What follows belongs to an exercise in optimizing a design on an open flow for small area; a production flow would make more cautious choices. Function was checked by simulation only, so behaviour that the tests miss may differ from the original. Power is estimated from default activity; no workload was simulated.

## job 429
==> flow/design.v (excerpt) <==
module posfb_top (
    input  wire        clk,
    input  wire        rst,
    input  wire [2:0]  enc_a,
    input  wire [2:0]  enc_b,
    input  wire [2:0]  enc_z,
    input  wire [8:0]  cfg_filt,
    input  wire [2:0]  cfg_inv,
    input  wire [5:0]  cfg_idx_mode,
    input  wire [14:0] cfg_dir_hyst,
    input  wire [71:0] cfg_index_nom,
    input  wire [23:0] cfg_index_tol,
    input  wire [23:0] still_lim,
    input  wire [2:0]  clr_quad,
    input  wire [2:0]  clr_dirchg,
    input  wire [2:0]  clr_cnterr,
    input  wire [2:0]  clr_errs,
    input  wire        spd_req,
    input  wire [1:0]  spd_ch,
    output reg         spd_busy,
    output reg         spd_done,
    output wire [31:0] spd_val,
    output wire [95:0] cnt,
    output wire [2:0]  dir,
    output wire [2:0]  dir_chg,
    output wire [2:0]  quad_err,
    output wire [2:0]  cnt_err,
    output wire [2:0]  still,
    output wire [2:0]  idx_valid,
    output wire [95:0] idx_cnt,
    output wire [95:0] idx_tick,
    output wire [95:0] idx_diff,
    output wire [47:0] quad_errs,
    output wire [23:0] idx_errs
);
Size: ~1,200 flip-flops, about 65,000 um^2 of cells after synthesis.
Settings: LEC_CHECK=0, CAP_MARGIN=20, CORE_MARGIN=2, CORE_UTILIZATION=60, CTS_BUF_LIST=sky130_fd_sc_hd__clkbuf_2 sky130_fd_sc_hd__clkbuf_4, PLACE_DENSITY=0.7, SLEW_MARGIN=20; clock period 9.0 ns.
run.sh (not shown) runs the stock make flow with config.mk's settings and CLKGATE_MAP_FILE= SYNTH_SCRIPT=/design/flow/synth_recipe.tcl, a recipe that flattens the netlist after the stock synthesis.
Having completed the whole flow, job 429 delivered a layout that passed the timing, DRC and antenna checks.
[inputs] job 9532 vs job 429
Settings: CTS_BUF_LIST no longer set, was sky130_fd_sc_hd__clkbuf_2 sky130_fd_sc_hd__clkbuf_4.
### Flow results
Delta (job 9532 minus job 429): path length in cells of the critical path climbed about 37%; global-route total usage across every layer ~0 delta; sum of met2 wire segment lengths after detailed routing comparable; final-layout clock buffer total has decreased; power grew by about 5.5%. Final antenna diode count in job 9532 is 11 lower than in job 429. From job 9532 to job 429, count of clock tree sinks did not move at all. In terms of wire length, job 429 and job 9532 differ only marginally. Relative to job 429, fraction of the cycle the final worst path needs decreased by 0.78 points in job 9532. Count of vias placed by the detailed router in job 9532 vs job 429: down about 2.3%.
Changes in job 1013 relative to job 9532:
Settings: a change of PLACE_DENSITY from 0.7 to 0.6; a change of CORE_UTILIZATION from 60 to 40.
--- outcome ---
Between job 1013 and job 9532, the multi-input gate area in the final layout figures differ only marginally.
[compare] base=job 9532 new=job 1013: sequential power comparable; proportion of total power due to net switching now larger; post-synthesis to final-layout area growth now larger.
Edits applied to the flow inputs when going from job 1013 to job 2178:
Settings: setting CTS_BUF_LIST to sky130_fd_sc_hd__clkbuf_4 for the first time; changing CORE_UTILIZATION from 40 to 60; changing PLACE_DENSITY from 0.6 to 0.7.
==> flow/flow/run.sh (new file) <==
#!/bin/bash
set -euo pipefail
bash standard.sh finish "BUFFER_PORTS_ARGS=-buffer_cell sky130_fd_sc_hd__buf_1" > flow_make.log 2>&1
==> flow/standard.sh (new file) <==
#!/bin/bash
# synth_recipe.tcl (not shown) runs the flow's synth.tcl, then flattens the netlist and writes it again
# the make line also repeats each setting of config.mk as NAME=value (left out here)
make -C /OpenROAD-flow-scripts/flow DESIGN_CONFIG=/design/flow/config.mk WORK_HOME=/design/flow/orfs CLKGATE_MAP_FILE= SYNTH_SCRIPT=/design/flow/synth_recipe.tcl "${@:-finish}"
removed: flow/run.sh
Results
Re switching power share of the total: job 1013 and job 2178 aren't equal, and the higher value belongs to job 2178. Job 2178 ends up with a leakage component of the power that is 1.5 nW lower than in job 1013. Job 2178: combinational power is about 9% lower than what job 1013 reported. Starting density of the core (higher): job 2178. Changes observed in job 2178 relative to job 1013: final RePlAce weighted congestion now larger; design area went down about 7%; layout overhead on the synthesized area shrank by 9.0 points; pin count of the biggest net entering global routing up about 13%; overall die height -about 18%. Insertion delay to the later sink of the worst-skew pair (higher): job 2178.
The following lists how job 8119 was set up differently from job 2178:
==> flow/run.sh (new file) <==
#!/bin/bash
# synth_recipe.tcl (not shown) runs the flow's synth.tcl, then flattens the netlist and writes it again
# the make line also repeats each setting of config.mk as NAME=value (left out here)
make -C /OpenROAD-flow-scripts/flow DESIGN_CONFIG=/design/flow/config.mk WORK_HOME=/design/flow/orfs CLKGATE_MAP_FILE= SYNTH_SCRIPT=/design/flow/synth_recipe.tcl finish
removed: flow/flow/run.sh
removed: flow/standard.sh
[summary]
Job 8119: post-place instance area is 6.3% higher than what job 2178 reported.
Against job 2178, combinational power in job 8119 rose by a few percent.
Summary — buffer count excluding the clock tree in the final layout, job 8119 relative to job 2178: higher, by 7.
Compared job 8119 vs job 2178, and total of clock buffers placed in the layout is up in job 8119.
Job 8119 vs. job 2178: growth of design area from synthesis to finish rose 6.5 points, area of all placed cells without fillers rose about 6%.

---

posfb_top, a different RTL version from the one above (not shown whole).
For scale: about 6000 cells after synthesis, ~690 I/O pins.
==> flow/design.v (excerpt) <==
module posfb_top (
    input  wire        clk,
    input  wire        rst,
    input  wire [2:0]  enc_a,
    input  wire [2:0]  enc_b,
    input  wire [2:0]  enc_z,
    input  wire [8:0]  cfg_filt,
    input  wire [2:0]  cfg_inv,
    input  wire [5:0]  cfg_idx_mode,
    input  wire [14:0] cfg_dir_hyst,
    input  wire [71:0] cfg_index_nom,
    input  wire [23:0] cfg_index_tol,
    input  wire [23:0] still_lim,
    input  wire [2:0]  clr_quad,
    input  wire [2:0]  clr_dirchg,
    input  wire [2:0]  clr_cnterr,
    input  wire [2:0]  clr_errs,
    input  wire        spd_req,
    input  wire [1:0]  spd_ch,
    output reg         spd_busy,
    output reg         spd_done,
    output wire [31:0] spd_val,
    output wire [95:0] cnt,
    output wire [2:0]  dir,
    output wire [2:0]  dir_chg,
    output wire [2:0]  quad_err,
    output wire [2:0]  cnt_err,
    output wire [2:0]  still,
    output wire [2:0]  idx_valid,
    output wire [95:0] idx_cnt,
    output wire [95:0] idx_tick,
    output wire [95:0] idx_diff,
    output wire [47:0] quad_errs,
    output wire [23:0] idx_errs
);
==> flow/config.mk <==
export PLATFORM = sky130hd
export DESIGN_NAME = posfb_top
export DESIGN_NICKNAME = posfb_top
export VERILOG_FILES = /design/flow/design.v
export SDC_FILE = /design/flow/constraint.sdc
export NUM_CORES = 4
export LEC_CHECK = 0
export CAP_MARGIN = 20
export CORE_MARGIN = 2
export CORE_UTILIZATION = 60
export PLACE_DENSITY = 0.7
export SLEW_MARGIN = 20
==> flow/constraint.sdc <==
create_clock -name core_clock -period 9.0 [get_ports {clk}]
set_input_delay 1.8000 -clock core_clock [delete_from_list [all_inputs] [get_ports {clk}]]
set_output_delay 1.8000 -clock core_clock [all_outputs]
set_load 0.01 [all_outputs]
standard.sh (not shown) runs the stock make flow with config.mk's settings and CLKGATE_MAP_FILE= SYNTH_SCRIPT=/design/flow/synth_recipe.tcl, a recipe that flattens the netlist after the stock synthesis.
==> flow/flow/run.sh <==
#!/bin/bash
set -euo pipefail
bash standard.sh finish "BUFFER_PORTS_ARGS=-buffer_cell sky130_fd_sc_hd__buf_1" \
  "CTS_ARGS=-sink_clustering_enable -repair_clock_nets -buf_list sky130_fd_sc_hd__clkbuf_4 -sink_clustering_size 10 -sink_clustering_max_diameter 45 -dont_use_dummy_load" \
  > flow_make.log 2>&1
Then changed:
==> flow/flow/run.sh (replaced) <==
#!/bin/bash
set -euo pipefail
bash standard.sh finish "BUFFER_PORTS_ARGS=-buffer_cell sky130_fd_sc_hd__buf_1" \
  "CTS_ARGS=-sink_clustering_enable -repair_clock_nets -buf_list sky130_fd_sc_hd__clkbuf_4 -sink_clustering_size 8 -sink_clustering_max_diameter 50 -dont_use_dummy_load" \
  > flow_make.log 2>&1
--- a/flow/config.mk
+++ b/flow/config.mk
@@ -6,7 +6,8 @@
 export NUM_CORES = 4
 export LEC_CHECK = 0
+export ABC_AREA = 1
 export CAP_MARGIN = 20
 export CORE_MARGIN = 2
-export CORE_UTILIZATION = 60
-export PLACE_DENSITY = 0.7
+export CORE_UTILIZATION = 70
+export PLACE_DENSITY = 0.8
 export SLEW_MARGIN = 20
The new run produced a clean layout.
Global-route usage went up by 9.3 points.
Worst setup slack is worse by 0.082 ns.
Routed wire length increases by a little under a tenth.
Total power grows by a few percent.
Synthesized cell count increases by roughly a tenth.
Via count grows by a little under a tenth.
Register-to-register slack improved by 0.22 ns.
Clock-buffer cell count is higher by 20.
Cell area is lower slightly.
First-iteration DRC count goes up by well over a third.
Non-clock buffer count goes down by 50.
Then changed:
--- a/flow/config.mk
+++ b/flow/config.mk
@@ -9,5 +9,5 @@
 export CAP_MARGIN = 20
 export CORE_MARGIN = 2
-export CORE_UTILIZATION = 70
-export PLACE_DENSITY = 0.8
+export CORE_UTILIZATION = 50
+export PLACE_DENSITY = 0.6
 export SLEW_MARGIN = 20
Via count decreases by 3.7%. Sequential share of layout area goes down by 0.61 points. Worst setup slack improved by 0.075 ns. Maximum frequency grows by 0.86%. Area after synthesis does not change. Cell count rose by 5.9%. Total power barely changes. Clock-buffer cell count increases by 2. First-iteration DRC count is lower by 32%. Synthesized cell count is unchanged.
Then changed:
==> flow/flow/run.sh (replaced) <==
#!/bin/bash
set -euo pipefail
bash standard.sh finish "BUFFER_PORTS_ARGS=-buffer_cell sky130_fd_sc_hd__buf_1" \
  "CTS_ARGS=-sink_clustering_enable -repair_clock_nets -buf_list sky130_fd_sc_hd__clkbuf_8 -sink_clustering_size 18 -sink_clustering_max_diameter 50 -dont_use_dummy_load" \
  > flow_make.log 2>&1
--- a/flow/config.mk
+++ b/flow/config.mk
@@ -6,8 +6,7 @@
 export NUM_CORES = 4
 export LEC_CHECK = 0
-export ABC_AREA = 1
 export CAP_MARGIN = 20
 export CORE_MARGIN = 2
-export CORE_UTILIZATION = 50
-export PLACE_DENSITY = 0.6
+export CORE_UTILIZATION = 60
+export PLACE_DENSITY = 0.7
 export SLEW_MARGIN = 20
Wire length drops by roughly a tenth.
Setup slack is better by 0.15 ns.
Power rises by a few percent.
Final area went up slightly.
Final cell count decreases by roughly a tenth.
Sequential cell count does not change.
Count of clock-buffer cells in the layout decreases by 51.
First-iteration DRC count shrinks by a few percent.
Then changed:
==> flow/flow/run.sh (replaced) <==
#!/bin/bash
set -euo pipefail
bash standard.sh finish "BUFFER_PORTS_ARGS=-buffer_cell sky130_fd_sc_hd__buf_1" \
  "CTS_ARGS=-sink_clustering_enable -repair_clock_nets -buf_list sky130_fd_sc_hd__clkbuf_4 -sink_clustering_size 8 -sink_clustering_max_diameter 50 -dont_use_dummy_load" \
  > flow_make.log 2>&1
--- a/flow/config.mk
+++ b/flow/config.mk
@@ -6,7 +6,8 @@
 export NUM_CORES = 4
 export LEC_CHECK = 0
-export CAP_MARGIN = 20
+export ABC_AREA = 1
+export CAP_MARGIN = 5
 export CORE_MARGIN = 2
 export CORE_UTILIZATION = 60
 export PLACE_DENSITY = 0.7
-export SLEW_MARGIN = 20
+export SLEW_MARGIN = 5
Effect: The new run passed the timing, DRC and antenna checks; non-clock buffer count shrinks by 42; utilization shrinks by 0.83 points; global-route usage increases by 3.2 points; clock power drops by roughly a tenth; sequential power hardly moves; power fell by a few percent; routed wire length climbs by a little under a tenth; critical path depth grows by 2; hold slack got worse by 0.056 ns.

==> afterwards: timing with drivers on the ports <==
Ports are ideal in the flow. The routed layouts listed here were re-timed in OpenROAD.
Step 1 (the two cells are an assumption about what drives the block):
set clk [get_ports {clk}]
set_driving_cell -lib_cell sky130_fd_sc_hd__clkbuf_16 $clk
set_driving_cell -lib_cell sky130_fd_sc_hd__buf_2 [delete_from_list [all_inputs] $clk]
Step 2, shift: input delay + t, output delay - t, t = (earliest + latest rising clock arrival at the registers) / 2. This alone moves slack from input paths to output paths.
Three values: ideal ports, drivers, drivers and shift; two values: the first two.
| run | shift t [ns] | setup slack, ns | worst setup path at the end |
|---|---|---|---|
| job 429 | 1.252 | 0.338 / 0.261 / -0.426 | input to register |
| job 9532 | 0.832 | 0.408 / 0.391 / -0.440 | input to register |
| job 1013 | 0.862 | 0.261 / 0.180 / -0.595 | input to register |
| job 2178 | 1.209 | 0.398 / 0.325 / -0.122 | input to register |
| job 8119 | 1.252 | 0.338 / 0.261 / -0.426 | input to register |
| the first run of note 2 | 1.133 | 0.304 / 0.229 / -0.241 | input to register |
| the second run of note 2 | 1.177 | 0.222 / 0.151 / 0.116 | input to register |
| the third run of note 2 | 1.237 | 0.297 / 0.212 / 0.173 | input to register |
| the fourth run of note 2 | 0.869 | 0.443 / 0.368 / -0.270 | input to register |
| the fifth run of note 2 | 1.147 | 0.328 / 0.246 / 0.111 | input to register |
With both steps, setup timing fails in 7 of these runs, where it was met with ideal ports. The setup slack of job 1013, which loses most, moves by -0.081 ns with the drivers and by -0.856 ns with both steps.
